What follows belongs to an exercise in optimizing a design on an open flow for small area and a short achievable clock period; a production flow would make more cautious choices. At most, simulation tests tie the RTL to the original design; equivalence was not proved. Only the layout flow was run in runs 1 and 2; the RTL was not checked for function there. Power figures rest on the tool's default switching activity, not on a simulated workload.

==> design.v <==
module sojor_arbiter (
    input  wire        clk,
    input  wire        rst,         
    input  wire [6:0]  cfg_nth,     
    input  wire [7:0]  req,         
    input  wire [7:0]  live,        
    input  wire [7:0]  withdraw,    
    input  wire [31:0] flits,       
    input  wire        busy,        
    output reg  [7:0]  gnt,         
    output wire [2:0]  park,
    output wire        park_v,
    output wire [2:0]  hold_in,
    output wire        hold_v,
    output wire [3:0]  ratchet,     
    output wire [6:0]  gcount
);
    reg [2:0]  age_q  [0:7];
    reg [11:0] wait_q [0:7];
    reg [3:0]  rat_q;              
    reg [3:0]  len_q;              
    reg [2:0]  park_q;
    reg        park_v_q;
    reg [5:0]  gc_q;
    wire [7:0] ask     = req & live;
    wire       hv      = |rat_q;
    wire [7:0] park_oh = 8'd1 << park_q;
    wire       arb     = ~busy & ~hv;        
    wire [95:0] wait_v;
    wire [23:0] age_v;
    genvar gi;
    generate
        for (gi = 0; gi < 8; gi = gi + 1) begin : g_v
            assign wait_v[12*gi +: 12] = wait_q[gi];
            assign age_v[3*gi +: 3]    = age_q[gi];
        end
    endgenerate
    wire [7:0] wa, ww;
    sa_pick #(3)  u_pick_age  (.ask(ask), .v(age_v),  .win(wa));
    sa_pick #(12) u_pick_wait (.ask(ask), .v(wait_v), .win(ww));
    wire [6:0] nth = (cfg_nth < 7'd4)  ? 7'd4 :
                     (cfg_nth > 7'd64) ? 7'd64 : cfg_nth;
    wire [6:0] gc_inc = {1'b0, gc_q} + 7'd1;
    wire       hit    = gc_inc >= nth;
    wire [7:0] w_oh   = hit ? ww : wa;       
    wire       fw     = park_v_q && ask == park_oh;
    wire [7:0] g_arb  = w_oh & ~withdraw;    
    always @* begin
        if (rst || busy)
            gnt = 8'd0;
        else if (hv)
            gnt = ask & park_oh;
        else
            gnt = g_arb;
    end
    integer i;
    reg [2:0] g_idx;
    reg [3:0] g_flits;
    always @* begin
        g_idx   = 3'd0;
        g_flits = 4'd0;
        for (i = 0; i < 8; i = i + 1)
            if (g_arb[i]) begin
                g_idx   = g_idx | i[2:0];
                g_flits = g_flits | flits[4*i +: 4];
            end
    end
    wire       granted = |g_arb;
    wire [3:0] rat_inc = rat_q + 4'd1;
    always @(posedge clk) begin
        if (rst) begin
            for (i = 0; i < 8; i = i + 1) begin
                age_q[i]  <= 3'd0;
                wait_q[i] <= 12'd0;
            end
            rat_q    <= 4'd0;
            len_q    <= 4'd0;
            park_q   <= 3'd0;
            park_v_q <= 1'b0;
            gc_q     <= 6'd0;
        end else begin
            for (i = 0; i < 8; i = i + 1) begin
                if (ask[i]) begin
                    if (arb && w_oh[i])
                        wait_q[i] <= 12'd0;
                    else if (!(!busy && hv && park_q == i[2:0]) &&
                             wait_q[i] != 12'd4095)
                        wait_q[i] <= wait_q[i] + 12'd1;
                    if (arb) begin
                        if (w_oh[i])
                            age_q[i] <= 3'd0;
                        else if (age_q[i] != 3'd7)
                            age_q[i] <= age_q[i] + 3'd1;
                    end
                end
            end
            if (arb && ask != 8'd0 && !fw)
                gc_q <= hit ? 6'd0 : gc_inc[5:0];
            if (arb && granted) begin
                park_q   <= g_idx;
                park_v_q <= 1'b1;
                if (g_flits > 4'd1) begin
                    rat_q <= 4'd1;
                    len_q <= g_flits;
                end
            end
            if (!busy && hv && (ask & park_oh) != 8'd0)
                rat_q <= (rat_inc == len_q) ? 4'd0 : rat_inc;
        end
    end
    assign park    = park_q;
    assign park_v  = park_v_q;
    assign hold_in = park_q;
    assign hold_v  = hv;
    assign ratchet = rat_q;
    assign gcount  = {1'b0, gc_q};
endmodule
module sa_pick #(parameter W = 12) (
    input  wire [7:0]     ask,
    input  wire [8*W-1:0] v,
    output wire [7:0]     win
);
    function ge(input [W-1:0] a, input [W-1:0] b);
        integer k;
        reg r;
        begin
            r = 1'b1;
            for (k = 0; k < W; k = k + 1)
                r = (a[k] & ~b[k]) | (a[k] & r) | (~b[k] & r);
            ge = r;
        end
    endfunction
    wire [W-1:0] v0 = v[0*W +: W], v1 = v[1*W +: W], v2 = v[2*W +: W],
                 v3 = v[3*W +: W], v4 = v[4*W +: W], v5 = v[5*W +: W],
                 v6 = v[6*W +: W], v7 = v[7*W +: W];
    wire c10 = ge(v1, v0), c20 = ge(v2, v0), c21 = ge(v2, v1);
    wire c43 = ge(v4, v3), c53 = ge(v5, v3), c54 = ge(v5, v4);
    wire c76 = ge(v7, v6);
    wire [7:0] p;
    assign p[0] = ask[0] & (~ask[1] | ~c10) & (~ask[2] | ~c20);
    assign p[1] = ask[1] & (~ask[0] |  c10) & (~ask[2] | ~c21);
    assign p[2] = ask[2] & (~ask[0] |  c20) & (~ask[1] |  c21);
    assign p[3] = ask[3] & (~ask[4] | ~c43) & (~ask[5] | ~c53);
    assign p[4] = ask[4] & (~ask[3] |  c43) & (~ask[5] | ~c54);
    assign p[5] = ask[5] & (~ask[3] |  c53) & (~ask[4] |  c54);
    assign p[6] = ask[6] & (~ask[7] | ~c76);
    assign p[7] = ask[7] & (~ask[6] |  c76);
    wire any_a = |ask[2:0], any_b = |ask[5:3], any_c = |ask[7:6];
    wire [W-1:0] va = ({W{p[0]}} & v0) | ({W{p[1]}} & v1) | ({W{p[2]}} & v2);
    wire [W-1:0] vb = ({W{p[3]}} & v3) | ({W{p[4]}} & v4) | ({W{p[5]}} & v5);
    wire [W-1:0] vc = ({W{p[6]}} & v6) | ({W{p[7]}} & v7);
    wire cba = ge(vb, va), cca = ge(vc, va), ccb = ge(vc, vb);
    wire sel_a = any_a & ~(any_b & cba) & ~(any_c & cca);
    wire sel_b = any_b & cba & ~(any_c & ccb);
    wire sel_c = any_c & cca & ccb;
    assign win = p & {{2{sel_c}}, {3{sel_b}}, {3{sel_a}}};
endmodule
==> run.sh <==
#!/bin/bash
# synth_recipe.tcl (not shown) runs the flow's synth.tcl, then flattens the netlist and writes it again
# the make line also repeats each setting of config.mk as NAME=value (left out here)
make -C /OpenROAD-flow-scripts/flow DESIGN_CONFIG=/design/flow/config.mk WORK_HOME=/design/flow/orfs CLKGATE_MAP_FILE= SYNTH_SCRIPT=/design/flow/synth_recipe.tcl finish
==> config.mk <==
export PLATFORM = sky130hd
export DESIGN_NAME = sojor_arbiter
export DESIGN_NICKNAME = sojor_arbiter
export VERILOG_FILES = /design/flow/design.v
export SDC_FILE = /design/flow/constraint.sdc
export NUM_CORES = 4
export LEC_CHECK = 0
export CAP_MARGIN = 20
export CORE_MARGIN = 2
export CORE_UTILIZATION = 40
export SLEW_MARGIN = 20
==> constraint.sdc <==
create_clock -name core_clock -period 28.0 [get_ports {clk}]
set_input_delay 5.6000 -clock core_clock [delete_from_list [all_inputs] [get_ports {clk}]]
set_output_delay 5.6000 -clock core_clock [all_outputs]
set_load 0.01 [all_outputs]
==> summary.md, run 1 <==
| Metric | Value |
|---|---|
| Cts hold-fix bufs | `0` |
| Worst slew pin tran | `1.16 ns` |
| Setup TNS | `0 ns` |
| Clock latency (worst-skew pair) | `0.44 ns` |
| Initial Util | `0.406` |
| Post-synth top area cell | `dfxtp_1` |
| DRT Pass-1 Iters | `5` |
| Hold Fails Final Rpt | `0` |
| TritonCTS clock tree | `done` |
| Fin cells | `2,016` |
| Initial antenna violation count | `0` |
| Final Critical Period | `16.52 ns` |
| Pre-CTS worst setup slack | `11.53 ns` |
| Max_slew headroom | `0.229` |
| Post-synthesis average cell area | `7.47 sq um` |
| Outcome | `complete, no violations` |
| Multi-input gate area | `0.00819 sq mm` |
| Cell Area, Synth | `about 0.012 sq mm` |
| Final worst path period share | `0.590` |
| Leakage | `0.00460 uW` |
| Reg area | `0.00276 sq mm` |
| WS Path Type | `in -> out` |
| Placed cell count | `1,982` |
| Vias per cell | `just over 6` |
| First-pass GRT wire length | `66,300 um` |
| Seq/Total Area, Yosys | `0.237` |
| Max-cap viol count | `0` |
| Final Max Tran Viols | `0` |
| Cts repair resizes | `0` |
| DRT antenna net count | `0` |
| Synth Area in Compound Gates | `0.261` |
| HP Class | `reg -> reg` |
| Clock slew at reported path FFs | `about 0.07 ns` |
| Root buffer cell | `clkbuf_16` |
| Final HPWL DP | `32,500 um` |
| Critical path arrival | `10.92 ns` |
| Nets | `around 1.7k` |
| DIE AREA | `0.0305 sq mm` |
| Clk sink count | `138` |
| Final number of setup-violating endpoints | `0` |
| Synth top area share | `0.237` |
| Fillers | `2,910` |
| Syn Nets | `1,669` |
| Final setup margin | `11.48 ns` |
| Most numerous cell in the Yosys netlist | `nor2_1` |
| Num CTS Buffers | `17` |
| Maximum fanout along the worst path | `21` |
| Clock Skew | `0.0108 ns` |
| Synthesis warning total | `5` |
| CP Launch Type | `primary input` |
| Synth Flop Type | `dfxtp_1` |
| Fraction of registers with async set/reset | `0` |
| DRC violations left | `0` |
| PwrDens | `39.7 mW/mm^2` |
| Wirelength, routed | `between 40,000 and 50,000 um` |
| Unrepaired setup endpoints after global routing | `false` |
| Simple-gate share of the synthesized area | `0.294` |
| IO Port Bufs | `91` |
| Main combinational cell family by area after synthesis | `simple AND/OR/NAND/NOR gates` |
| Layout cell share with drive strength beyond 1 | `0.0594` |
| CP required | `approximately 22 ns` |
| Core area | `0.0287 sq mm` |
| GRT Resource Usage Total | `0.275` |
| Number of synthesized flops with an enable pin | `0` |
| Starting DRT DRC Count | `1,088` |
| Synth Instances | `1,561` |
| Mux cell area share after synthesis | `0.0121` |
| Area grow syn2layout | `15.0%` |
| WL/cell | `20.6 um` |
| #FFs+latches synth | `~140` |
| Total vias in the final route | `12.2k` |
| N_diodes | `0` |
| Count of cell types in the netlist | `102` |
| Top cells by count, synth | `217 x nor2_1, 138 x dfxtp_1, 134 x nand2_1, 100 x inv_1, 80 x xnor2_1` |
| Largest net degree at the start of global routing | `39` |
| Max IR drop VDD | `approximately 0.041 mV` |
| Die width | `175 um` |
| WHS | `0.480 ns` |
| RePlAce Congestion | `0.954` |
| Vias in the first global route | `11.6k` |
| Longest Clk Path Bufs | `2` |
| H-tree levels | `4` |
| Top-Level Pins | `93` |
| Synth Area in Adders | `0.0617` |
| Setup bufs post-CTS | `0` |
| Fmax | `60.5 MHz` |
| Num rows | `62` |
| Worst Setup End Kind | `primary output` |
| Ranking of synthesized cells by area | `dfxtp_1 24%, nor2_1 7.0%, xnor2_1 6.0%, ha_1 4.5%, nand2_1 4.3%` |
| GRT overflow | `0` |
| Die Y | `175 um` |
| Post-Synth XOR/XNOR Area | `0.0729` |
==> cell type report <==
| cell class | instances | share of cell area |
|---|---|---|
| Clock buffer | 19 | 0.0330 |
| Clock inverter | 13 | 0.00914 |
| Inverter | 105 | 0.0294 |
| Multi-Input combinational cell | 1251 | 0.610 |
| Sequential cell | 138 | 0.206 |
| Tap cell | 384 | 0.0358 |
| Timing Repair Buffer | 106 | 0.0761 |
==> registers in the layout, indices dropped and copies added (netlist names) <==
name,flops
age_q,24
gc_q,6
len_q,4
park_q,3
park_v_q,1
rat_q,4
wait_q,96
==> final timing paths <==
path	startpoint	to	slack, ns	cells past startpoint
hold reg to reg	park_v_q	park_v_q	0.48	2
hold / removal	park_v_q	park_v_q	0.48	2
setup / recovery	live[6]	gnt[4]	11.48	18
setup reg to reg	wait_q[1][1]	wait_q[1][9]	21.99	16
==> layout by cell type (no fill, tap or decap), types with 13 or more instances in the layout <==
cell             count
nor2_1             217
dfxtp_1            138
nand2_1            134
inv_1              100
clkdlybuf4s50_1     91
xnor2_1             80
nand2b_1            50
a21oi_1             48
nand3_1             47
nor2b_1             47
nor3_1              45
o21ai_0             45
ha_1                42
a22oi_1             35
nand4_1             32
a211oi_1            22
nor4_1              21
a221oi_1            20
xor2_1              17
clkbuf_16           17
maj3_1              16
o22ai_1             15
a31oi_1             14
a221o_1             14
and2_1              13
a222oi_1            13
and3_1              13
a21o_1              13
nor3b_1             13
mux2i_1             13
buf_4               13
==> per-stage QoR <==
stage | utilization | total power [uW] | area (sq um)
after floorplan | - | 273 | 11700
after global placement | 0.447 | 310 | 12800
after detailed placement | 0.447 | 311 | 12800
after CTS | 0.467 | 535 | 13400
after global routing | 0.467 | 553 | 13400
final | 0.467 | 533 | 13400
==> per-layer routing <==
layer	track usage	up-vias	routed length [um]
met5	0	-	0
met4	0.102	0	1460
met3	0.0472	88	2740
met2	0.441	452	18800
met1	0.369	5833	18500
li1	-	5854	-
==> report_power, final <==
part | internal (uW) | switching, uW | leakage, uW
Clock | 125 | 98.8 | 0.000266
Combinational | 39.1 | 62.4 | 0.00322
Sequential | 200 | 7.32 | 0.00111
Total | 364 | 168 | 0.00460
==> worst max-delay path, cell delays in order <==
cell	delay, ns
clkdlybuf4s50_1	0.45
nand2_1	0.21
clkinv_1	0.26
o221ai_1	0.14
or4_1	0.43
nor4_2	0.29
nor4_2	0.09
buf_4	0.22
a22oi_2	0.35
o31ai_1	0.14
maj3_1	0.35
o221ai_1	0.27
a21oi_2	0.13
a211oi_2	0.47
a32oi_1	0.38
or3_1	0.41
a21oi_1	0.15
clkdlybuf4s50_1	0.56
==> logic make-up (layout without fill, tap and decap cells) <==
group,Yosys count,in the layout
buffers and inverters,172,243
other,1,1
and+or+nand+nor,688,688
adders and majority gates,61,61
xor gates and xnor gates,97,97
DFF,138,138
muxes,14,14
AOI/OAI and AO/OA,390,390
==> inputs of run 2 (changes only) <==
--- a/config.mk
+++ b/config.mk
@@ -5,6 +5,7 @@
 export SDC_FILE = /design/flow/constraint.sdc
 export NUM_CORES = 4
 export LEC_CHECK = 0
+export ABC_AREA = 1
 export CAP_MARGIN = 20
 export CORE_MARGIN = 2
 export CORE_UTILIZATION = 40
==> summary.md, run 2 <==
| Metric | Value |
|---|---|
| Max-cap viol count | `0 (unchanged)` |
| IO Port Bufs | `91 (unchanged)` |
| Top cells by count, synth | `339 x nand2_1, 257 x inv_1, 190 x nor2_1, 138 x dfxtp_1, 108 x a21oi_1 (was 217 x nor2_1, 138 x dfxtp_1, 134 x nand2_1, 100 x inv_1, 80 x xnor2_1)` |
| Post-synth top area cell | `dfxtp_1 (unchanged)` |
| Nets | `1,971 (was 1,727)` |
| Count of cell types in the netlist | `67 (was 102)` |
| Worst Setup End Kind | `primary output (unchanged)` |
| Clock Skew | `0.0115 ns (was 0.0108 ns)` |
| Maximum fanout along the worst path | `17 (was 21)` |
| Hold Fails Final Rpt | `0 (unchanged)` |
| Setup TNS | `0 ns (unchanged)` |
| Most numerous cell in the Yosys netlist | `nand2_1 (was nor2_1)` |
| HP Class | `reg -> reg (unchanged)` |
| Sw frac | `0.314 (was 0.316)` |
| Synth top area share | `0.249 (was 0.237)` |
| Max IR drop VDD | `0.0401 mV (was 0.0414 mV)` |
| Fillers | `2,912 (was 2,910)` |
| Post-synthesis average cell area | `6.26 sq um (was 7.47 sq um)` |
| Critical path arrival | `9.62 ns (was 10.92 ns)` |
| GRT Resource Usage Total | `0.248 (was 0.275)` |
| TritonCTS clock tree | `done (unchanged)` |
| Unrepaired setup endpoints after global routing | `false (unchanged)` |
| Synth Area in Adders | `0.0491 (was 0.0617)` |
| Clk sink count | `138 (unchanged)` |
| CP required | `22.40 ns (about the same)` |
| Cts repair resizes | `0 (unchanged)` |
| Synth Area in Compound Gates | `0.198 (was 0.261)` |
| NetSw | `172 uW (was 168 uW)` |
| Final HPWL DP | `27,600 um (was 32,500 um)` |
| Synth Flop Type | `dfxtp_1 (unchanged)` |
| CP peak stage delay | `0.59 ns (was 0.56 ns)` |
| Total vias in the final route | `12.1k (was 12.2k)` |
| Crit path cell chain | `clkdlybuf4s50_1 > nor4_1 > inv_1 > o31ai_1 > o21ai_0 > ha_1 > a21oi_1 > o21ai_0 > nand4_1 > and3_1 > nand2_1 > nand2_4 > nand2_2 > a21oi_1 > clkdlybuf4s50_1 (was clkdlybuf4s50_1 > nand2_1 > clkinv_1 > o221ai_1 > or4_1 > nor4_2 > nor4_2 > buf_4 > a22oi_2 > o31ai_1 > maj3_1 > o221ai_1 > a21oi_2 > a211oi_2 > a32oi_1 > or3_1 > a21oi_1 > clkdlybuf4s50_1)` |
| GRT overflow | `0 (unchanged)` |
| Initial antenna violation count | `0 (unchanged)` |
| Fraction of registers with async set/reset | `0 (unchanged)` |
| Outcome | `complete, no violations (unchanged)` |
| DIE AREA | `0.0291 sq mm (was 0.0305 sq mm)` |
| Final number of setup-violating endpoints | `0 (unchanged)` |
| DRT antenna net count | `0 (unchanged)` |
| Commonest non-fill, non-tap cell in the layout | `nand2_1 (was nor2_1)` |
| Number of synthesized flops with an enable pin | `0 (unchanged)` |
| Max_slew headroom | `0.259 (was 0.229)` |
| Worst Reg-to-Reg Cells | `36 (was 16)` |
| Die width | `171 um (was 175 um)` |
| Placed cell count | `2,222 (was 1,982)` |
| First-pass GRT wire length | `57,100 um (was 66,300 um)` |
| Root buffer cell | `clkbuf_16 (unchanged)` |
| Setup bufs post-CTS | `0 (unchanged)` |
| PwrDens | `42.4 mW/mm^2 (was 39.7 mW/mm^2)` |
| Cts hold-fix bufs | `0 (unchanged)` |
| Worst slew pin tran | `1.11 ns (was 1.16 ns)` |
| Largest Register | `wait_q (unchanged)` |
| Final Critical Period | `15.22 ns (was 16.52 ns)` |
| Die Y | `171 um (was 175 um)` |
| DP Area | `0.0124 sq mm (was 0.0128 sq mm)` |
| Gate power share | `0.209 (was 0.190)` |
| Area grow syn2layout | `16.3% (was 15.0%)` |
| Worst hold path stage count | `2 (unchanged)` |
| Max FFs per register | `96 (unchanged)` |
| Cell Area, Synth | `0.0111 sq mm (was 0.0117 sq mm)` |
| Seq/Total Area, Yosys | `0.249 (was 0.237)` |
| Longest Clk Path Bufs | `2 (unchanged)` |
| Final Max Tran Viols | `0 (unchanged)` |
| Wirelength, routed | `35,500 um (was 41,400 um)` |
| Clock Power Share | `0.404 (was 0.420)` |
| Fmax | `65.7 MHz (was 60.5 MHz)` |
| Main combinational cell family by area after synthesis | `simple AND/OR/NAND/NOR gates (unchanged)` |
| Final Cell Area | `0.0129 sq mm (was 0.0134 sq mm)` |
| Synthesis warning total | `5 (unchanged)` |
| H-tree levels | `4 (unchanged)` |
| Core area | `0.0276 sq mm (was 0.0287 sq mm)` |
| Simple-gate share of the synthesized area | `0.369 (was 0.294)` |
| DRC violations left | `0 (unchanged)` |
| RePlAce Congestion | `0.945 (was 0.954)` |
| WS Path Type | `in -> out (unchanged)` |
| Fin cells | `2,253 (was 2,016)` |
| Leakage | `0.00511 uW (was 0.00460 uW)` |
| Initial Util | `0.403 (was 0.406)` |
| Syn Nets | `1,885 (was 1,669)` |
| Final setup margin | `12.78 ns (was 11.48 ns)` |
| Clock slew at reported path FFs | `0.06 ns (was 0.07 ns)` |
| CP Launch Type | `primary input (unchanged)` |
| Ranking of synthesized cells by area | `dfxtp_1 25%, nand2_1 11%, inv_1 8.7%, nor2_1 6.4%, o22ai_1 4.9% (was dfxtp_1 24%, nor2_1 7.0%, xnor2_1 6.0%, ha_1 4.5%, nand2_1 4.3%)` |
| WL/cell | `15.7 um (was 20.6 um)` |
| Largest regs | `wait_q (96), age_q (24), gc_q (6) (unchanged)` |
| Num rows | `61 (was 62)` |
| Vias in the first global route | `11.3k (was 11.6k)` |
| DRT Pass-1 Iters | `5 (unchanged)` |
| Num CTS Buffers | `17 (unchanged)` |
| Most frequent cells in the layout | `339 x nand2_1, 257 x inv_1, 190 x nor2_1, 138 x dfxtp_1, 108 x a21oi_1 (was 217 x nor2_1, 138 x dfxtp_1, 134 x nand2_1, 100 x inv_1, 91 x clkdlybuf4s50_1)` |
| Largest net degree at the start of global routing | `58 (was 39)` |
| Post-Synth XOR/XNOR Area | `0.0142 (was 0.0729)` |
| Pre-CTS worst setup slack | `12.78 ns (was 11.53 ns)` |
| Sequential Power Share | `0.387 (was 0.390)` |
| Clock latency (worst-skew pair) | `0.44 ns (about the same)` |
| N_diodes | `0 (unchanged)` |
| #FFs+latches synth | `138 (unchanged)` |
| Final worst path period share | `0.543 (was 0.590)` |
| Vias per cell | `5.39 (was 6.06)` |
| Synth Instances | `1,777 (was 1,561)` |
| WHS | `0.487 ns (was 0.480 ns)` |
| Starting DRT DRC Count | `843 (was 1,088)` |
| Top-Level Pins | `93 (unchanged)` |
| Slowest stage cell, crit path | `and3_1 (was clkdlybuf4s50_1)` |
| Cell internal pwr | `376 uW (was 364 uW)` |
| Layout cell share with drive strength beyond 1 | `0.0981 (was 0.0594)` |
| Mux cell area share after synthesis | `0 (was 0.0121)` |
-- run 2: changes by cell type after synthesis, moves of 22 or more --
| cell | delta |
|---|---|
| nand2b_1 | -49 |
| nor2b_1 | -47 |
| xnor2_1 | -76 |
| nand3_1 | +32 |
| a21oi_1 | +60 |
| clkbuf_1 | -22 |
| a22oi_1 | -29 |
| inv_1 | +157 |
| o22ai_1 | +72 |
| inv_2 | +52 |
| nor2_1 | -27 |
| nand2_1 | +205 |
| nand2_2 | +40 |
| nor3_1 | +61 |
-- run 2: power by group through the flow --
stage / clock (uW) / sequential, uW / combinational (uW)
3_3_place_gp: 0 / 216 / 113
3_5_place_dp: 0 / 216 / 114
2_1_floorplan: 0 / 214 / 77.9
6_report: 221 / 212 / 115
5_1_grt: 231 / 213 / 129
4_1_cts: 225 / 212 / 114
-- run 2: worst paths after layout --
path	slack (ns)	to	start
setup / recovery	12.78	gnt[7]	cfg_nth[5]
setup reg to reg	23.51	wait_q[6][11]	wait_q[2][0]
hold reg to reg	0.49	len_q[1]	len_q[1]
hold / removal	0.49	len_q[1]	len_q[1]
-- run 2: layout make-up --
cell class | count | area (sq um) | share of cell area
clock inverters | 8 | 96.3 | 0.00745
multi-input cells | 1292 | 7010 | 0.542
well taps | 378 | 473 | 0.0366
repair buffers | 94 | 928 | 0.0718
flip-flops and latches | 138 | 2760 | 0.214
inverters | 320 | 1200 | 0.0931
clock buffers | 23 | 458 | 0.0354
-- run 2: worst max-delay path, delay by kind of cell --
kind	cells	cell delay [ns]
AOI/OAI and AO/OA	5	0.98
adders and majority gates	1	0.34
buffers and inverters	3	1.10
and+or+nand+nor	6	1.60
-- run 2: metal layers --
metal	vias up	GRT usage	routed length [um]
li1	6181	-	-
met2	374	0.407	16200
met3	43	0.0440	2200
met5	-	0	0
met1	5543	0.330	16400
met4	0	0.0754	675
-- run 2: cells by family (layout without fill, tap and decap cells) --
| kind of cell | count (synthesis) | after routing |
|---|---|---|
| and+or+nand+nor | 868 | 868 |
| buffers and inverters | 347 | 445 |
| DFF | 138 | 138 |
| adders and majority gates | 44 | 44 |
| xor gates and xnor gates | 18 | 18 |
| other | 1 | 1 |
| AOI/OAI and AO/OA | 361 | 361 |
-- run 2: through the flow --
| stage | power (uW) | utilization |
|---|---|---|
| after global routing | 573 | 0.469 |
| final | 548 | 0.469 |
| after global placement | 330 | 0.449 |
| after detailed placement | 330 | 0.449 |
| after floorplan | 291 | - |
| after CTS | 551 | 0.469 |
==> inputs of run 3 (changes only) <==
--- a/design.v
+++ b/design.v
@@ -67,33 +67,32 @@
     end
     wire       granted = |g_arb;
     wire [3:0] rat_inc = rat_q + 4'd1;
+    wire [7:0] w_clr  = {8{arb}} & w_oh;                        
+    wire [7:0] hold_k = {8{~busy & hv}} & park_oh;              
+    wire [7:0] w_inc  = ask & ~w_clr & ~hold_k;
+    wire [7:0] a_inc  = {8{arb}} & ask & ~w_oh;
+    wire [95:0] wait_d;
+    wire [23:0] age_d;
+    generate
+        for (gi = 0; gi < 8; gi = gi + 1) begin : g_cnt
+            sa_count #(12) u_wait (.q(wait_q[gi]), .inc(w_inc[gi]), .clr(rst | w_clr[gi]),
+                                   .d(wait_d[12*gi +: 12]));
+            sa_count #(3)  u_age  (.q(age_q[gi]),  .inc(a_inc[gi]), .clr(rst | w_clr[gi]),
+                                   .d(age_d[3*gi +: 3]));
+        end
+    endgenerate
     always @(posedge clk) begin
+        for (i = 0; i < 8; i = i + 1) begin
+            wait_q[i] <= wait_d[12*i +: 12];
+            age_q[i]  <= age_d[3*i +: 3];
+        end
         if (rst) begin
-            for (i = 0; i < 8; i = i + 1) begin
-                age_q[i]  <= 3'd0;
-                wait_q[i] <= 12'd0;
-            end
             rat_q    <= 4'd0;
             len_q    <= 4'd0;
             park_q   <= 3'd0;
             park_v_q <= 1'b0;
             gc_q     <= 6'd0;
         end else begin
-            for (i = 0; i < 8; i = i + 1) begin
-                if (ask[i]) begin
-                    if (arb && w_oh[i])
-                        wait_q[i] <= 12'd0;
-                    else if (!(!busy && hv && park_q == i[2:0]) &&
-                             wait_q[i] != 12'd4095)
-                        wait_q[i] <= wait_q[i] + 12'd1;
-                    if (arb) begin
-                        if (w_oh[i])
-                            age_q[i] <= 3'd0;
-                        else if (age_q[i] != 3'd7)
-                            age_q[i] <= age_q[i] + 3'd1;
-                    end
-                end
-            end
             if (arb && ask != 8'd0 && !fw)
                 gc_q <= hit ? 6'd0 : gc_inc[5:0];
             if (arb && granted) begin
@@ -155,3 +154,19 @@
     wire sel_c = any_c & cca & ccb;
     assign win = p & {{2{sel_c}}, {3{sel_b}}, {3{sel_a}}};
 endmodule
+module sa_count #(parameter W = 12) (
+    input  wire [W-1:0] q,
+    input  wire         inc,
+    input  wire         clr,
+    output wire [W-1:0] d
+);
+    wire [W:0] c;
+    assign c[0] = inc & ~&q;
+    genvar k;
+    generate
+        for (k = 0; k < W; k = k + 1) begin : g_k
+            assign d[k]   = ~clr & (q[k] ^ c[k]);
+            assign c[k+1] = q[k] & c[k];
+        end
+    endgenerate
+endmodule
--- a/config.mk
+++ b/config.mk
@@ -9,4 +9,5 @@
 export CAP_MARGIN = 20
 export CORE_MARGIN = 2
 export CORE_UTILIZATION = 40
+export CTS_BUF_LIST = sky130_fd_sc_hd__clkbuf_4 sky130_fd_sc_hd__clkbuf_8
 export SLEW_MARGIN = 20
==> summary.md, run 3 <==
| Metric | Value |
|---|---|
| Final Max Tran Viols | `0 (unchanged)` |
| Fraction of registers with async set/reset | `0 (unchanged)` |
| Num CTS Buffers | `17 (unchanged)` |
| Sequential Power Share | `0.443 (was 0.387)` |
| Largest regs | `wait_q (96), age_q (24), gc_q (6) (unchanged)` |
| Clock slew at reported path FFs | `0.11 ns (was 0.06 ns)` |
| Clock latency (worst-skew pair) | `0.48 ns (was 0.44 ns)` |
| R2r setup slk | `21.75 ns (was 23.51 ns)` |
| Vias per cell | `5.14 (was 5.39)` |
| Max_slew headroom | `0.282 (was 0.259)` |
| RR Endpoint | `wait_q[0][11] (was wait_q[6][11])` |
| Worst r2r src | `wait_q[3][1] (was wait_q[2][0])` |
| First-pass GRT wire length | `50,900 um (was 57,100 um)` |
| HP Start | `len_q[1] (unchanged)` |
| Die Y | `167 um (was 171 um)` |
| Clk sink count | `138 (unchanged)` |
| Slowest stage cell, crit path | `clkdlybuf4s50_1 (was and3_1)` |
| #FFs+latches synth | `138 (unchanged)` |
| NetSw | `158 uW (was 172 uW)` |
| Worst setup path startpoint | `live[4] (was cfg_nth[5])` |
| N_diodes | `0 (unchanged)` |
| Initial antenna violation count | `0 (unchanged)` |
| Synth top area share | `0.260 (was 0.249)` |
| Top-Level Pins | `93 (unchanged)` |
| Root buffer cell | `clkbuf_8 (was clkbuf_16)` |
| Most frequent cells in the layout | `333 x inv_1, 285 x nand2_1, 229 x nor2_1, 138 x dfxtp_1, 122 x ha_1 (was 339 x nand2_1, 257 x inv_1, 190 x nor2_1, 138 x dfxtp_1, 108 x a21oi_1)` |
| Cts hold-fix bufs | `0 (unchanged)` |
| Max FFs per register | `96 (unchanged)` |
| Leakage | `0.00544 uW (was 0.00511 uW)` |
| H-tree levels | `4 (unchanged)` |
| Total vias in the final route | `10.6k (was 12.1k)` |
| GRT Resource Usage Total | `0.225 (was 0.248)` |
| Worst Reg-to-Reg Cells | `40 (was 36)` |
| Sw frac | `0.340 (was 0.314)` |
| Largest net degree at the start of global routing | `19 (was 58)` |
| Cell Area, Synth | `0.0106 sq mm (was 0.0111 sq mm)` |
| Hold Fails Final Rpt | `0 (unchanged)` |
| Top cells by count, synth | `333 x inv_1, 285 x nand2_1, 229 x nor2_1, 138 x dfxtp_1, 122 x ha_1 (was 339 x nand2_1, 257 x inv_1, 190 x nor2_1, 138 x dfxtp_1, 108 x a21oi_1)` |
| Fillers | `2,737 (was 2,912)` |
| Gate power share | `0.176 (was 0.209)` |
| Cts repair resizes | `0 (unchanged)` |
| IO Port Bufs | `91 (unchanged)` |
| DRT antenna net count | `0 (unchanged)` |
| Cell internal pwr | `307 uW (was 376 uW)` |
| WS Path Type | `in -> out (unchanged)` |
| Final Cell Area | `0.0123 sq mm (was 0.0129 sq mm)` |
| Crit. path cell count | `19 (was 15)` |
| Max IR drop VDD | `0.0281 mV (was 0.0401 mV)` |
| Final Critical Period | `15.17 ns (was 15.22 ns)` |
| Synth Flop Type | `dfxtp_1 (unchanged)` |
| CP Launch Type | `primary input (unchanged)` |
| Core area | `0.0261 sq mm (was 0.0276 sq mm)` |
| Starting DRT DRC Count | `839 (was 843)` |
| Most used cell, CP | `nand2_1` |
| Crit path cell chain | `clkdlybuf4s50_1 > nand2_1 > inv_1 > nand3_2 > nand3_2 > nor2_1 > nor3_1 > inv_1 > a22o_1 > inv_2 > nand2_1 > nand2_1 > nand2_2 > nand2_2 > nand4_2 > nand2_2 > nand2_1 > a21oi_1 > clkdlybuf4s50_1 (was clkdlybuf4s50_1 > nor4_1 > inv_1 > o31ai_1 > o21ai_0 > ha_1 > a21oi_1 > o21ai_0 > nand4_1 > and3_1 > nand2_1 > nand2_4 > nand2_2 > a21oi_1 > clkdlybuf4s50_1)` |
| TritonCTS clock tree | `done (unchanged)` |
| Synthesis warning total | `7 (was 5)` |
| Number of synthesized flops with an enable pin | `0 (unchanged)` |
| Final HPWL DP | `24,500 um (was 27,600 um)` |
| HP Class | `reg -> reg (unchanged)` |
| Setup TNS | `0 ns (unchanged)` |
| Longest Clk Path Bufs | `2 (unchanged)` |
| Synth Instances | `1,619 (was 1,777)` |
| Worst slew pin tran | `1.07 ns (was 1.11 ns)` |
| Ranking of synthesized cells by area | `dfxtp_1 26%, ha_1 14%, inv_1 12%, nand2_1 10%, nor2_1 8.1% (was dfxtp_1 25%, nand2_1 11%, inv_1 8.7%, nor2_1 6.4%, o22ai_1 4.9%)` |
| Post-synthesis average cell area | `6.57 sq um (was 6.26 sq um)` |
| Final number of setup-violating endpoints | `0 (unchanged)` |
| Vias in the first global route | `9,714 (was 11.3k)` |
| Fmax | `65.9 MHz (was 65.7 MHz)` |
| Count of cell types in the netlist | `54 (was 67)` |
| Area grow syn2layout | `15.5% (was 16.3%)` |
| Worst Setup End Kind | `primary output (unchanged)` |
| Syn Nets | `1,807 (was 1,885)` |
| GRT overflow | `0 (unchanged)` |
| Commonest non-fill, non-tap cell in the layout | `inv_1 (was nand2_1)` |
| Max-cap viol count | `0 (unchanged)` |
| Seq/Total Area, Yosys | `0.260 (was 0.249)` |
| Critical path arrival | `9.57 ns (was 9.62 ns)` |
| Largest Register | `wait_q (unchanged)` |
| Nets | `1,895 (was 1,971)` |
| Initial Util | `0.408 (was 0.403)` |
| Die width | `167 um (was 171 um)` |
| Wirelength, routed | `31,300 um (was 35,500 um)` |
| Maximum fanout along the worst path | `12 (was 17)` |
| Top Family by Delay on Critical Path | `simple AND/OR/NAND/NOR gates (unchanged)` |
| Num rows | `59 (was 61)` |
| DRT Pass-1 Iters | `6 (was 5)` |
| Clock Power Share | `0.381 (was 0.404)` |
| CP peak stage delay | `0.59 ns (about the same)` |
| Setup bufs post-CTS | `0 (unchanged)` |
| DRC violations left | `0 (unchanged)` |
| Unrepaired setup endpoints after global routing | `false (unchanged)` |
| Layout cell share with drive strength beyond 1 | `0.0703 (was 0.0981)` |
| CP Capture Point | `gnt[0] (was gnt[7])` |
| DIE AREA | `0.0279 sq mm (was 0.0291 sq mm)` |
| WL/cell | `15.2 um (was 15.7 um)` |
| Post-synth top area cell | `dfxtp_1 (unchanged)` |
| DP Area | `0.0119 sq mm (was 0.0124 sq mm)` |
| Clock Skew | `0.0204 ns (was 0.0115 ns)` |
| Most numerous cell in the Yosys netlist | `inv_1 (was nand2_1)` |
| Crit path buf inv count | `5 (was 3)` |
| PwrDens | `37.8 mW/mm^2 (was 42.4 mW/mm^2)` |
| CP required | `22.40 ns (about the same)` |
| Outcome | `complete, no violations (unchanged)` |
| Final worst path period share | `0.542 (was 0.543)` |
| RePlAce Congestion | `0.919 (was 0.945)` |
## run 3: cell count changes in the layout (fill, tap and decap cells not counted), moves of 15 or more
cell / previous run / this run
ha_1: 42 / 122
nor3_1: 106 / 29
inv_1: 257 / 333
a21oi_1: 108 / 38
nand2_1: 339 / 285
nor2_1: 190 / 229
a211oi_1: 34 / 2
inv_2: 54 / 26
nand3_1: 79 / 51
a31oi_1: 22 / 4
clkbuf_16: 17 / 0
clkbuf_8: 1 / 17
xnor2_1: 4 / 19
## run 3: worst min path at each step
stage / end / slack [ns] / depth (start not counted)
2_1_floorplan: len_q[3] / 0.45 / 2
3_3_place_gp: len_q[1] / 0.47 / 2
3_5_place_dp: len_q[1] / 0.47 / 2
4_1_cts: len_q[3] / 0.48 / 2
5_1_grt: len_q[1] / 0.52 / 2
6_report: len_q[1] / 0.48 / 2
## run 3: cells by family after synthesis
family,after synthesis,synth area share
AOI/OAI and AO/OA,219,0.126
DFF,138,0.260
other,1,0.000353
adders and majority gates,124,0.145
buffers and inverters,390,0.141
xor gates and xnor gates,26,0.0214
and+or+nand+nor,721,0.306
## run 3: power groups by stage
stage / combinational (uW) / clock [uW] / sequential [uW]
final: 81.8 / 177 / 205
after global routing: 91.6 / 189 / 206
after CTS: 81.5 / 182 / 205
after detailed placement: 81.0 / 0 / 210
after global placement: 80.9 / 0 / 210
after floorplan: 51.6 / 0 / 209
## run 3: stage by stage
step           total power, uW  hold slack [ns]  setup slack [ns]   util  cells
6_report                   464            0.482             12.83  0.471   2055
5_1_grt                    486            0.515             12.51  0.471   2055
4_1_cts                    469            0.483             12.82  0.471   2055
3_5_place_dp               291            0.467             12.82  0.455   2023
3_3_place_gp               291            0.467             12.92  0.455   2023
2_1_floorplan              260            0.451             14.41      -   1619
## run 3: worst register-to-register path, delay by kind of cell (launching register included)
family	cells	cell delay, ns
compound gates	3	0.54
xor+xnor	1	0.13
fa+ha+maj	11	2.24
buf+inv	3	0.29
flops	1	0.42
simple gates	22	2.51
## run 3: final cells by class
cell class | instances | area [sq um] | share of cell area
multi-input cells | 1091 | 6370 | 0.519
flip-flops and latches | 138 | 2760 | 0.225
inverters | 364 | 1370 | 0.111
repair buffers | 95 | 941 | 0.0766
well taps | 335 | 419 | 0.0341
clock buffers | 17 | 234 | 0.0191
clock inverters | 15 | 180 | 0.0147
## run 3: per-layer routing
| metal | routed length (um) | GRT usage | share of wire | vias to the layer above |
|---|---|---|---|---|
| met1 | 14900 | 0.314 | 0.47 | 4779 |
| met5 | 0 | 0 | 0 | - |
| met3 | 1860 | 0.0318 | 0.059 | 40 |
| met2 | 14200 | 0.367 | 0.45 | 331 |
| met4 | 457 | 0.0517 | 0.015 | 0 |
| li1 | - | - | - | 5415 |
==> inputs of run 4 (changes only) <==
--- a/config.mk
+++ b/config.mk
@@ -9,5 +9,4 @@
 export CAP_MARGIN = 20
 export CORE_MARGIN = 2
 export CORE_UTILIZATION = 40
-export CTS_BUF_LIST = sky130_fd_sc_hd__clkbuf_4 sky130_fd_sc_hd__clkbuf_8
 export SLEW_MARGIN = 20
==> summary.md, run 4 <==
| Metric | Value |
|---|---|
| Outcome | `complete, no violations (unchanged)` |
| Vias in the first global route | `9,763 (was 9,714)` |
| Gate power share | `0.156 (was 0.176)` |
| IO Port Bufs | `91 (unchanged)` |
| Final worst path period share | `0.544 (was 0.542)` |
| H-tree levels | `4 (unchanged)` |
| WHS | `0.478 ns (was 0.482 ns)` |
| Clock Skew | `0.0147 ns (was 0.0204 ns)` |
| Area grow syn2layout | `17.3% (was 15.5%)` |
| Worst Setup End Kind | `primary output (unchanged)` |
| Syn Nets | `1,807 (unchanged)` |
| Clock slew at reported path FFs | `0.08 ns (was 0.11 ns)` |
| Sw frac | `0.317 (was 0.340)` |
| Placed cell count | `2,023 (unchanged)` |
| Count of cell types in the netlist | `54 (unchanged)` |
| Top-Level Pins | `93 (unchanged)` |
| Critical path arrival | `9.63 ns (was 9.57 ns)` |
| Synth Flop Type | `dfxtp_1 (unchanged)` |
| Multi-input gate area | `0.00637 sq mm (unchanged)` |
| Commonest non-fill, non-tap cell in the layout | `inv_1 (unchanged)` |
| GRT Resource Usage Total | `0.226 (was 0.225)` |
| Cell Area, Synth | `0.0106 sq mm (unchanged)` |
| HP Class | `reg -> reg (unchanged)` |
| Final number of setup-violating endpoints | `0 (unchanged)` |
| Fmax | `65.7 MHz (was 65.9 MHz)` |
| Num CTS Buffers | `17 (unchanged)` |
| CP Launch Type | `primary input (unchanged)` |
| TritonCTS clock tree | `done (unchanged)` |
| Vias per cell | `5.19 (was 5.14)` |
| Most numerous cell in the Yosys netlist | `inv_1 (unchanged)` |
| Post-synthesis average cell area | `6.57 sq um (unchanged)` |
| Clk sink count | `138 (unchanged)` |
| Leakage | `0.00553 uW (was 0.00544 uW)` |
| GRT overflow | `0 (unchanged)` |
| Max IR drop VDD | `0.0373 mV (was 0.0281 mV)` |
| Fillers | `2,707 (was 2,737)` |
| Largest regs | `wait_q (96), age_q (24), gc_q (6) (unchanged)` |
| First-pass GRT wire length | `51,000 um (was 50,900 um)` |
| WS Path Type | `in -> out (unchanged)` |
| Die width | `167 um (unchanged)` |
| Most frequent cells in the layout | `333 x inv_1, 285 x nand2_1, 229 x nor2_1, 138 x dfxtp_1, 122 x ha_1 (unchanged)` |
| Number of synthesized flops with an enable pin | `0 (unchanged)` |
| Wirelength, routed | `31,500 um (was 31,300 um)` |
| Cell internal pwr | `359 uW (was 307 uW)` |
| Largest Register | `wait_q (unchanged)` |
| N_diodes | `0 (unchanged)` |
| CP required | `22.40 ns (about the same)` |
| Clock Power Share | `0.453 (was 0.381)` |
| Setup TNS | `0 ns (unchanged)` |
| PwrDens | `42.1 mW/mm^2 (was 37.8 mW/mm^2)` |
| Final Max Tran Viols | `0 (unchanged)` |
| Ranking of synthesized cells by area | `dfxtp_1 26%, ha_1 14%, inv_1 12%, nand2_1 10%, nor2_1 8.1% (unchanged)` |
| Unrepaired setup endpoints after global routing | `false (unchanged)` |
| Layout cell share with drive strength beyond 1 | `0.0703 (unchanged)` |
| Seq/Total Area, Yosys | `0.260 (unchanged)` |
| Initial Util | `0.408 (unchanged)` |
| DRC violations left | `0 (unchanged)` |
| Pwr Total | `525 uW (was 464 uW)` |
| Sequential Power Share | `0.391 (was 0.443)` |
| Clock latency (worst-skew pair) | `0.45 ns (was 0.48 ns)` |
| Cts repair resizes | `0 (unchanged)` |
| Reg area | `0.00276 sq mm (unchanged)` |
| Final Critical Period | `15.23 ns (was 15.17 ns)` |
| Nets | `1,895 (unchanged)` |
| Worst slew pin tran | `1.07 ns (about the same)` |
| DRT Pass-1 Iters | `6 (unchanged)` |
| Cts hold-fix bufs | `0 (unchanged)` |
| Synth top area share | `0.260 (unchanged)` |
| NetSw | `166 uW (was 158 uW)` |
| Die Y | `167 um (unchanged)` |
| Setup bufs post-CTS | `0 (unchanged)` |
| WL/cell | `15.3 um (was 15.2 um)` |
| Starting DRT DRC Count | `935 (was 839)` |
| Final HPWL DP | `24,500 um (unchanged)` |
| Max-cap viol count | `0 (unchanged)` |
| Core area | `0.0261 sq mm (unchanged)` |
| Largest net degree at the start of global routing | `19 (unchanged)` |
| DRT antenna net count | `0 (unchanged)` |
| Initial antenna violation count | `0 (unchanged)` |
| Max FFs per register | `96 (unchanged)` |
| Fin cells | `2,055 (unchanged)` |
| Top cells by count, synth | `333 x inv_1, 285 x nand2_1, 229 x nor2_1, 138 x dfxtp_1, 122 x ha_1 (unchanged)` |
| Root buffer cell | `clkbuf_16 (was clkbuf_8)` |
| RePlAce Congestion | `0.919 (unchanged)` |
| #FFs+latches synth | `138 (unchanged)` |
| R2r setup slk | `21.70 ns (was 21.75 ns)` |
| Synth Instances | `1,619 (unchanged)` |
| Hold Fails Final Rpt | `0 (unchanged)` |
| Maximum fanout along the worst path | `12 (unchanged)` |
| Fraction of registers with async set/reset | `0 (unchanged)` |
| Num rows | `59 (unchanged)` |
| Longest Clk Path Bufs | `2 (unchanged)` |
| DIE AREA | `0.0279 sq mm (unchanged)` |
| Post-synth top area cell | `dfxtp_1 (unchanged)` |
| Total vias in the final route | `10.7k (was 10.6k)` |
| Max_slew headroom | `0.283 (was 0.282)` |
| Synthesis warning total | `7 (unchanged)` |
-- run 4: cell counts after synthesis --
Identical to the previous run, type by type.
-- run 4: final timing paths --
path | end | start | cells after the start
setup reg to reg | wait_q[0][11] | wait_q[3][1] | 40
hold / removal | len_q[1] | len_q[1] | 2
hold reg to reg | len_q[1] | len_q[1] | 2
setup / recovery | gnt[0] | live[4] | 19
-- run 4: area by class of cell --
| class | instances | share of cell area |
|---|---|---|
| Clock inverter | 15 | 0.0145 |
| Inverter | 364 | 0.110 |
| Timing Repair Buffer | 95 | 0.0755 |
| Multi-Input combinational cell | 1091 | 0.511 |
| Tap cell | 335 | 0.0336 |
| Clock buffer | 17 | 0.0341 |
| Sequential cell | 138 | 0.222 |
-- run 4: power groups by stage --
stage | clock [uW] | combinational [uW] | sequential [uW]
floorplan | 0 | 51.6 | 209
global placement | 0 | 80.9 | 210
detailed placement | 0 | 81.0 | 210
CTS | 244 | 81.5 | 205
global route | 249 | 91.7 | 206
finish | 238 | 82.1 | 205
-- run 4: metal layers --
| metal | GRT usage | vias up | wire (um) |
|---|---|---|---|
| met2 | 0.365 | 379 | 14100 |
| met5 | 0 | - | 0 |
| met4 | 0.0652 | 0 | 569 |
| li1 | - | 5419 | - |
| met1 | 0.313 | 4810 | 14700 |
| met3 | 0.0326 | 50 | 2030 |
-- run 4: metrics by stage --
step / worst slack [ns] / utilization / cell area (sq um)
after detailed placement: 12.82 / 0.455 / 11900
after CTS: 12.82 / 0.478 / 12500
final: 12.77 / 0.478 / 12500
after global routing: 12.51 / 0.478 / 12500
after floorplan: 14.41 / - / 10600
after global placement: 12.92 / 0.455 / 11900
-- run 4: worst max-delay path: stages --
cell             delay [ns]
clkdlybuf4s50_1        0.46
nand2_1                0.12
inv_1                  0.38
nand3_2                0.19
nand3_2                0.27
nor2_1                 0.07
nor3_1                 0.60
inv_1                  0.14
a22o_1                 0.22
inv_2                  0.04
nand2_1                0.04
nand2_1                0.06
nand2_2                0.11
nand2_2                0.12
nand4_2                0.10
nand2_2                0.21
nand2_1                0.14
a21oi_1                0.15
clkdlybuf4s50_1        0.59
-- run 4: kinds of logic (layout without fill, tap and decap cells) --
group,after synthesis,after routing,synth area share
and+or+nand+nor,721,721,0.306
AOI/OAI and AO/OA,219,219,0.126
xor gates and xnor gates,26,26,0.0214
DFF,138,138,0.260
other,1,1,0.000353
buffers and inverters,390,491,0.141
adders and majority gates,124,124,0.145
==> inputs of run 5 (changes only) <==
==> flow/run.sh (new file) <==
#!/bin/bash
# Own layout flow: the standard flow, with plain buffers (buf_2) on the
# ports in place of the delay buffers buffer_ports picks by default.
set -euo pipefail
export BUFFER_PORTS_ARGS="-buffer_cell sky130_fd_sc_hd__buf_2"
bash standard.sh > standard.log 2>&1
==> standard.sh (new file) <==
#!/bin/bash
# synth_recipe.tcl (not shown) runs the flow's synth.tcl, then flattens the netlist and writes it again
# the make line also repeats each setting of config.mk as NAME=value (left out here)
make -C /OpenROAD-flow-scripts/flow DESIGN_CONFIG=/design/flow/config.mk WORK_HOME=/design/flow/orfs CLKGATE_MAP_FILE= SYNTH_SCRIPT=/design/flow/synth_recipe.tcl "${@:-finish}"
removed: run.sh
==> summary.md, run 5 <==
| Metric | Value |
|---|---|
| Die width | `167 um (unchanged)` |
| WL/cell | `15.1 um (was 15.3 um)` |
| Worst Setup End Kind | `primary output (unchanged)` |
| Critical path arrival | `8.87 ns (was 9.63 ns)` |
| N_diodes | `0 (unchanged)` |
| Setup TNS | `0 ns (unchanged)` |
| Worst slew pin tran | `0.886 ns (was 1.07 ns)` |
| Final Critical Period | `14.47 ns (was 15.23 ns)` |
| CP Capture Point | `gnt[0] (unchanged)` |
| Clock slew at reported path FFs | `0.07 ns (was 0.08 ns)` |
| H-tree levels | `4 (unchanged)` |
| HP Class | `reg -> reg (unchanged)` |
| Number of synthesized flops with an enable pin | `0 (unchanged)` |
| Max-cap viol count | `0 (unchanged)` |
| Final HPWL DP | `24,300 um (was 24,500 um)` |
| Cts hold-fix bufs | `0 (unchanged)` |
| Crit path buf inv count | `3 (was 5)` |
| IO Port Bufs | `91 (unchanged)` |
| Root buffer cell | `clkbuf_16 (unchanged)` |
| Num rows | `59 (unchanged)` |
| Vias in the first global route | `9,861 (was 9,763)` |
| Clk sink count | `138 (unchanged)` |
| Placed cell count | `2,023 (unchanged)` |
| CP required | `22.40 ns (about the same)` |
| Post-synth top area cell | `dfxtp_1 (unchanged)` |
| Fraction of registers with async set/reset | `0 (unchanged)` |
| Nets | `1,895 (unchanged)` |
| Synthesis warning total | `7 (unchanged)` |
| WHS | `0.478 ns (about the same)` |
| Cell Area, Synth | `0.0106 sq mm (unchanged)` |
| Hold Fails Final Rpt | `0 (unchanged)` |
| Top Family by Delay on Critical Path | `simple AND/OR/NAND/NOR gates (unchanged)` |
| GRT overflow | `0 (unchanged)` |
| Ranking of synthesized cells by area | `dfxtp_1 26%, ha_1 14%, inv_1 12%, nand2_1 10%, nor2_1 8.1% (unchanged)` |
| Initial Util | `0.408 (unchanged)` |
| Fin cells | `2,055 (unchanged)` |
| Unrepaired setup endpoints after global routing | `false (unchanged)` |
| Synth top area share | `0.260 (unchanged)` |
| R2r setup slk | `21.98 ns (was 21.70 ns)` |
| Outcome | `complete, no violations (unchanged)` |
| Die Y | `167 um (unchanged)` |
| Count of cell types in the netlist | `54 (unchanged)` |
| Most frequent cells in the layout | `333 x inv_1, 285 x nand2_1, 229 x nor2_1, 138 x dfxtp_1, 122 x ha_1 (unchanged)` |
| Max FFs per register | `96 (unchanged)` |
| DIE AREA | `0.0279 sq mm (unchanged)` |
| Core area | `0.0261 sq mm (unchanged)` |
| Maximum fanout along the worst path | `9 (was 12)` |
| Wirelength, routed | `31,000 um (was 31,500 um)` |
| WS Path Type | `in -> out (unchanged)` |
| Seq/Total Area, Yosys | `0.260 (unchanged)` |
| #FFs+latches synth | `138 (unchanged)` |
| Largest regs | `wait_q (96), age_q (24), gc_q (6) (unchanged)` |
| Crit path cell chain | `buf_2 > nand2_1 > clkinv_1 > nand3_1 > nor2_1 > nor3_1 > o21bai_1 > o21a_1 > maj3_1 > nor2_1 > or3_1 > nor2_1 > nand2_1 > nand2_2 > nand2_1 > a21oi_1 > buf_2 (was clkdlybuf4s50_1 > nand2_1 > inv_1 > nand3_2 > nand3_2 > nor2_1 > nor3_1 > inv_1 > a22o_1 > inv_2 > nand2_1 > nand2_1 > nand2_2 > nand2_2 > nand4_2 > nand2_2 > nand2_1 > a21oi_1 > clkdlybuf4s50_1)` |
| Max IR drop VDD | `0.0391 mV (was 0.0373 mV)` |
| Vias per cell | `5.19 (about the same)` |
| Final Max Tran Viols | `0 (unchanged)` |
| Total vias in the final route | `10.7k (about the same)` |
| Clock Skew | `0.0115 ns (was 0.0147 ns)` |
| Final worst path period share | `0.517 (was 0.544)` |
| Clock latency (worst-skew pair) | `0.45 ns (about the same)` |
| Max_slew headroom | `0.407 (was 0.283)` |
| Crit. path cell count | `17 (was 19)` |
| Post-layout util | `0.460 (was 0.478)` |
| Area grow syn2layout | `12.8% (was 17.3%)` |
| Num CTS Buffers | `17 (unchanged)` |
| Fmax | `69.1 MHz (was 65.7 MHz)` |
| TritonCTS clock tree | `done (unchanged)` |
| CP Launch Type | `primary input (unchanged)` |
| Worst r2r src | `wait_q[7][2] (was wait_q[3][1])` |
| First-pass GRT wire length | `50,300 um (was 51,000 um)` |
| DRT Pass-1 Iters | `5 (was 6)` |
| DRC violations left | `0 (unchanged)` |
| Longest Clk Path Bufs | `2 (unchanged)` |
| RR Endpoint | `wait_q[7][11] (was wait_q[0][11])` |
| Largest Register | `wait_q (unchanged)` |
| PwrDens | `42.7 mW/mm^2 (was 42.1 mW/mm^2)` |
| Slowest stage cell, crit path | `nor3_1 (unchanged)` |
| Cts repair resizes | `0 (unchanged)` |
| Synth Flop Type | `dfxtp_1 (unchanged)` |
| Most numerous cell in the Yosys netlist | `inv_1 (unchanged)` |
| Worst hold path stage count | `2 (unchanged)` |
| Initial antenna violation count | `0 (unchanged)` |
| GRT Resource Usage Total | `0.223 (was 0.226)` |
| CP peak stage delay | `0.44 ns (was 0.60 ns)` |
| Commonest non-fill, non-tap cell in the layout | `inv_1 (unchanged)` |
| RePlAce Congestion | `0.975 (was 0.919)` |
| Worst Reg-to-Reg Cells | `47 (was 40)` |
| Top cells by count, synth | `333 x inv_1, 285 x nand2_1, 229 x nor2_1, 138 x dfxtp_1, 122 x ha_1 (unchanged)` |
| Top-Level Pins | `93 (unchanged)` |
| Largest net degree at the start of global routing | `19 (unchanged)` |
| Post-synthesis average cell area | `6.57 sq um (unchanged)` |
| DRT antenna net count | `0 (unchanged)` |
| Fillers | `2,710 (was 2,707)` |
| Final number of setup-violating endpoints | `0 (unchanged)` |
| Leakage | `0.00556 uW (was 0.00553 uW)` |
| Starting DRT DRC Count | `875 (was 935)` |
| Layout cell share with drive strength beyond 1 | `0.123 (was 0.0703)` |
| Worst setup path startpoint | `req[5] (was live[4])` |
| Synth Instances | `1,619 (unchanged)` |
| Setup bufs post-CTS | `0 (unchanged)` |
| Syn Nets | `1,807 (unchanged)` |
run 5: metrics by stage:
step / cell area (sq um) / setup slack (ns) / total power, uW
4_1_cts: 12000 / 13.66 / 516
3_3_place_gp: 11400 / 13.74 / 284
5_1_grt: 12000 / 13.39 / 534
2_1_floorplan: 10600 / 14.41 / 260
6_report: 12000 / 13.53 / 512
3_5_place_dp: 11400 / 13.67 / 284
run 5: logic make-up after synthesis:
logic type / Yosys count / synth area share
adders and majority gates: 124 / 0.145
and+or+nand+nor: 721 / 0.306
other: 1 / 0.000353
AOI/OAI and AO/OA: 219 / 0.126
xor gates and xnor gates: 26 / 0.0214
buffers and inverters: 390 / 0.141
DFF: 138 / 0.260
run 5: final cells by class:
type	count	area, sq um	area share
Clock buffer	18	429	0.0358
Clock inverter	14	155	0.0129
Inverter	364	1370	0.114
Multi-Input combinational cell	1091	6370	0.531
Sequential cell	138	2760	0.230
Tap cell	335	419	0.0350
Timing Repair Buffer	95	485	0.0405
run 5: report_power, final:
part / switching [uW] / total, uW / internal, uW
Sequential: 5.56 / 206 / 200
Clock: 105 / 231 / 126
Combinational: 51.2 / 75.4 / 24.3
Total: 162 / 512 / 350
run 5: how the worst min path moves through the flow:
| stage | slack, ns | startpoint | end |
|---|---|---|---|
| floorplan | 0.45 | len_q[3] | len_q[3] |
| global placement | 0.47 | len_q[2] | len_q[2] |
| detailed placement | 0.47 | len_q[3] | len_q[3] |
| CTS | 0.48 | len_q[3] | len_q[3] |
| global route | 0.51 | gc_q[5] | gc_q[5] |
| finish | 0.48 | len_q[3] | len_q[3] |
run 5: metal layers:
metal,vias to the layer above,global-route usage,part of all wire
met2,367,0.362,0.44
met1,4836,0.299,0.47
met5,-,0,0
met3,48,0.0423,0.065
met4,0,0.0701,0.019
li1,5419,-,-
run 5: tightest hold or removal path, delay by kind of cell (launching register included):
kind / cells / cell delay, ns
and+or+nand+nor: 1 / 0.06
AOI/OAI and AO/OA: 1 / 0.05
DFF: 1 / 0.32
==> inputs of run 6 (changes only) <==
==> flow/run.sh (replaced) <==
#!/bin/bash
# Own layout flow: the standard flow, with plain buffers (buf_1) on the
# ports in place of the delay buffers buffer_ports picks by default.
set -euo pipefail
export BUFFER_PORTS_ARGS="-buffer_cell sky130_fd_sc_hd__buf_1"
bash standard.sh > standard.log 2>&1
--- a/config.mk
+++ b/config.mk
@@ -9,4 +9,5 @@
 export CAP_MARGIN = 20
 export CORE_MARGIN = 2
 export CORE_UTILIZATION = 40
+export CTS_BUF_LIST = sky130_fd_sc_hd__clkbuf_4 sky130_fd_sc_hd__clkbuf_8
 export SLEW_MARGIN = 20
==> summary.md, run 6 <==
| Metric | Value |
|---|---|
| Final Cell Area | `0.0117 sq mm (was 0.0120 sq mm)` |
| Final number of setup-violating endpoints | `0 (unchanged)` |
| Synth Flop Type | `dfxtp_1 (unchanged)` |
| Syn Nets | `1,807 (unchanged)` |
| Cts repair resizes | `0 (unchanged)` |
| Initial Util | `0.408 (unchanged)` |
| Synth top area share | `0.260 (unchanged)` |
| CP required | `22.40 ns (about the same)` |
| Worst Setup End Kind | `primary output (unchanged)` |
| Ranking of synthesized cells by area | `dfxtp_1 26%, ha_1 14%, inv_1 12%, nand2_1 10%, nor2_1 8.1% (unchanged)` |
| Outcome | `complete, no violations (unchanged)` |
| HP Class | `reg -> reg (unchanged)` |
| Wirelength, routed | `30,100 um (was 31,000 um)` |
| Clock Skew | `0.0166 ns (was 0.0115 ns)` |
| Final Critical Period | `14.36 ns (was 14.47 ns)` |
| Top-Level Pins | `93 (unchanged)` |
| Unrepaired setup endpoints after global routing | `false (unchanged)` |
| Final worst path period share | `0.513 (was 0.517)` |
| Met2 WL | `13,300 um (was 13,700 um)` |
| Seq/Total Area, Yosys | `0.260 (unchanged)` |
| DRT Pass-1 Iters | `5 (unchanged)` |
| Pre-CTS worst setup slack | `13.72 ns (was 13.67 ns)` |
| Num CTS Buffers | `17 (unchanged)` |
| Hold Fails Final Rpt | `0 (unchanged)` |
| Top cells by count, synth | `333 x inv_1, 285 x nand2_1, 229 x nor2_1, 138 x dfxtp_1, 122 x ha_1 (unchanged)` |
| Clock latency (worst-skew pair) | `0.47 ns (was 0.45 ns)` |
| Starting DRT DRC Count | `696 (was 875)` |
| Total vias in the final route | `10.5k (was 10.7k)` |
| Final Max Tran Viols | `0 (unchanged)` |
| DRT antenna net count | `0 (unchanged)` |
| H-tree levels | `4 (unchanged)` |
| Commonest non-fill, non-tap cell in the layout | `inv_1 (unchanged)` |
| GRT overflow | `0 (unchanged)` |
| First-pass GRT wire length | `49,100 um (was 50,300 um)` |
| Largest regs | `wait_q (96), age_q (24), gc_q (6) (unchanged)` |
| Synthesis warning total | `7 (unchanged)` |
| DP Area | `0.0113 sq mm (was 0.0114 sq mm)` |
| #FFs+latches synth | `138 (unchanged)` |
| Highest Signal Layer | `met4 (unchanged)` |
| Vias in the first global route | `9,750 (was 9,861)` |
| Number of synthesized flops with an enable pin | `0 (unchanged)` |
| Area grow syn2layout | `9.88% (was 12.8%)` |
| Most numerous cell in the Yosys netlist | `inv_1 (unchanged)` |
| Root buffer cell | `clkbuf_8 (was clkbuf_16)` |
| GRT Resource Usage Total | `0.217 (was 0.223)` |
| Layout cell share with drive strength beyond 1 | `0.0709 (was 0.123)` |
| Routed met1 length | `14,500 um (was 14,600 um)` |
| Cts hold-fix bufs | `0 (unchanged)` |
| Max IR drop VDD | `0.0254 mV (was 0.0391 mV)` |
| Max-cap viol count | `0 (unchanged)` |
| DRC violations left | `0 (unchanged)` |
| Max_slew headroom | `0.407 (about the same)` |
| Core area | `0.0261 sq mm (unchanged)` |
| Fmax | `69.7 MHz (was 69.1 MHz)` |
| Post-synth top area cell | `dfxtp_1 (unchanged)` |
| Leakage | `0.00519 uW (was 0.00556 uW)` |
| Largest Register | `wait_q (unchanged)` |
| Die width | `167 um (unchanged)` |
| WL/cell | `14.7 um (was 15.1 um)` |
| Critical path arrival | `8.76 ns (was 8.87 ns)` |
| WS Path Type | `in -> out (unchanged)` |
| Longest Clk Path Bufs | `2 (unchanged)` |
| Final HPWL DP | `24,000 um (was 24,300 um)` |
| Initial antenna violation count | `0 (unchanged)` |
| Met3 WL | `1740 um (was 2000 um)` |
| CP Launch Type | `primary input (unchanged)` |
| Count of cell types in the netlist | `54 (unchanged)` |
| N_diodes | `0 (unchanged)` |
| Vias per cell | `5.12 (was 5.19)` |
| Die Y | `167 um (unchanged)` |
| Setup bufs post-CTS | `0 (unchanged)` |
| Post-synthesis average cell area | `6.57 sq um (unchanged)` |
| Maximum fanout along the worst path | `12 (was 9)` |
| RePlAce Congestion | `0.947 (was 0.975)` |
| IO Port Bufs | `91 (unchanged)` |
| PwrDens | `38.1 mW/mm^2 (was 42.7 mW/mm^2)` |
| Cell Area, Synth | `0.0106 sq mm (unchanged)` |
| Setup TNS | `0 ns (unchanged)` |
| Synth Instances | `1,619 (unchanged)` |
| Clock slew at reported path FFs | `0.09 ns (was 0.07 ns)` |
| Most frequent cells in the layout | `333 x inv_1, 285 x nand2_1, 228 x nor2_1, 138 x dfxtp_1, 122 x ha_1 (was 333 x inv_1, 285 x nand2_1, 229 x nor2_1, 138 x dfxtp_1, 122 x ha_1)` |
| Worst slew pin tran | `0.881 ns (was 0.886 ns)` |
| DIE AREA | `0.0279 sq mm (unchanged)` |
| Fillers | `2,745 (was 2,710)` |
| TritonCTS clock tree | `done (unchanged)` |
| Largest net degree at the start of global routing | `19 (unchanged)` |
| Final setup margin | `13.64 ns (was 13.53 ns)` |
| Fraction of registers with async set/reset | `0 (unchanged)` |
| Max FFs per register | `96 (unchanged)` |
| Nets | `1,895 (unchanged)` |
| Num rows | `59 (unchanged)` |
| Clk sink count | `138 (unchanged)` |
-- run 6: cell types whose count changed in the layout (fill, tap and decap cells not counted), moves of 2 or more --
cell       delta
buf_1        +91
clkbuf_16    -17
buf_2        -91
inv_6         +2
clkbuf_8     +19
-- run 6: area by class of cell --
cell class | instances | area (sq um) | area share
multi-input combinational | 1091 | 6370 | 0.546
sequential | 138 | 2760 | 0.237
tap | 335 | 419 | 0.0359
clock buffer | 19 | 262 | 0.0224
timing repair buffer | 95 | 372 | 0.0318
inverter | 364 | 1370 | 0.117
clock inverter | 13 | 124 | 0.0106
-- run 6: final timing paths --
kind	from	to	slack [ns]	cells past startpoint
max	req[3]	gnt[0]	13.64	18
min	len_q[1]	len_q[1]	0.48	2
max reg2reg	wait_q[4][2]	wait_q[0][11]	21.94	49
min reg2reg	len_q[1]	len_q[1]	0.48	2
-- run 6: report_power, final --
| part | switching (uW) | total [uW] | internal, uW |
|---|---|---|---|
| Combinational | 50.4 | 73.0 | 22.6 |
| Clock | 96.1 | 166 | 69.9 |
| Sequential | 5.52 | 206 | 200 |
| Total | 152 | 445 | 293 |
-- run 6: per-layer routing --
layer,track usage,vias to the layer above
li1,-,5426
met1,0.299,4755
met2,0.346,305
met3,0.0366,45
met4,0.0671,0
met5,0,-
-- run 6: cell families (layout without fill, tap and decap cells) --
group,after synthesis,after routing,synth area share
xor+xnor,26,26,0.0214
simple gates,721,721,0.306
other cells,1,1,0.000353
compound gates,219,219,0.126
fa+ha+maj,124,124,0.145
buf+inv,390,491,0.141
flops,138,138,0.260
-- run 6: worst max-delay path: stages --
cell	delay [ns]
buf_1	0.06
nand2_1	0.10
inv_1	0.38
a21oi_1	0.12
o21ai_0	0.22
nor2_1	0.08
nor3_1	0.38
o21bai_1	0.17
o21a_1	0.13
maj3_1	0.15
nor2_1	0.07
or3_1	0.37
nor2_1	0.11
nand2_1	0.06
nand2_2	0.24
nand2_1	0.14
a21oi_1	0.15
buf_1	0.20
-- run 6: metrics by stage --
step	utilization	hold WS [ns]	total power [uW]	instances
2_1_floorplan	-	0.451	260	1619
3_3_place_gp	0.433	0.469	282	2023
3_5_place_dp	0.433	0.470	283	2023
4_1_cts	0.448	0.483	450	2055
5_1_grt	0.448	0.501	469	2055
6_report	0.448	0.481	445	2055

what the ideal ports hide:
The flow's constraints put no driver on any port. The routed layouts listed below were extracted and timed again, unchanged, in two steps. Step 1 sets driving cells, clkbuf_16 on the clock port and buf_2 on the other inputs (assumed; they add their load-dependent delay and slew). Step 2 adds t to the input delays and takes it off the output delays; t is the mean of the earliest and latest rising clock arrival at the registers after step 1. Input paths then give back, and output paths get back, about the clock's delay inside the block. a / b / c = no drivers / after step 1 / after step 2; a / b = the first two.
run | shift t [ns] | setup slack, ns | hold slack, ns | latest minus earliest clock arrival (ns) | worst data-port slew with drivers (ns)
run 1 | 0.492 | 11.478 / 11.456 / 11.456 | 0.480 / 0.480 / 0.480 | 0.010 / 0.010 | 0.05
run 2 | 0.490 | 12.783 / 12.762 / 12.762 | 0.487 / 0.487 / 0.487 | 0.011 / 0.011 | 0.04
run 3 | 0.512 | 12.829 / 12.802 / 12.802 | 0.482 / 0.482 / 0.482 | 0.020 / 0.020 | 0.06
run 4 | 0.487 | 12.768 / 12.741 / 12.741 | 0.478 / 0.478 / 0.478 | 0.014 / 0.015 | 0.06
run 5 | 0.493 | 13.531 / 13.510 / 13.510 | 0.478 / 0.478 / 0.478 | 0.011 / 0.012 | 0.05
run 6 | 0.508 | 13.643 / 13.618 / 13.618 | 0.481 / 0.481 / 0.481 | 0.017 / 0.017 | 0.05
After both steps every run listed still meets setup and hold.
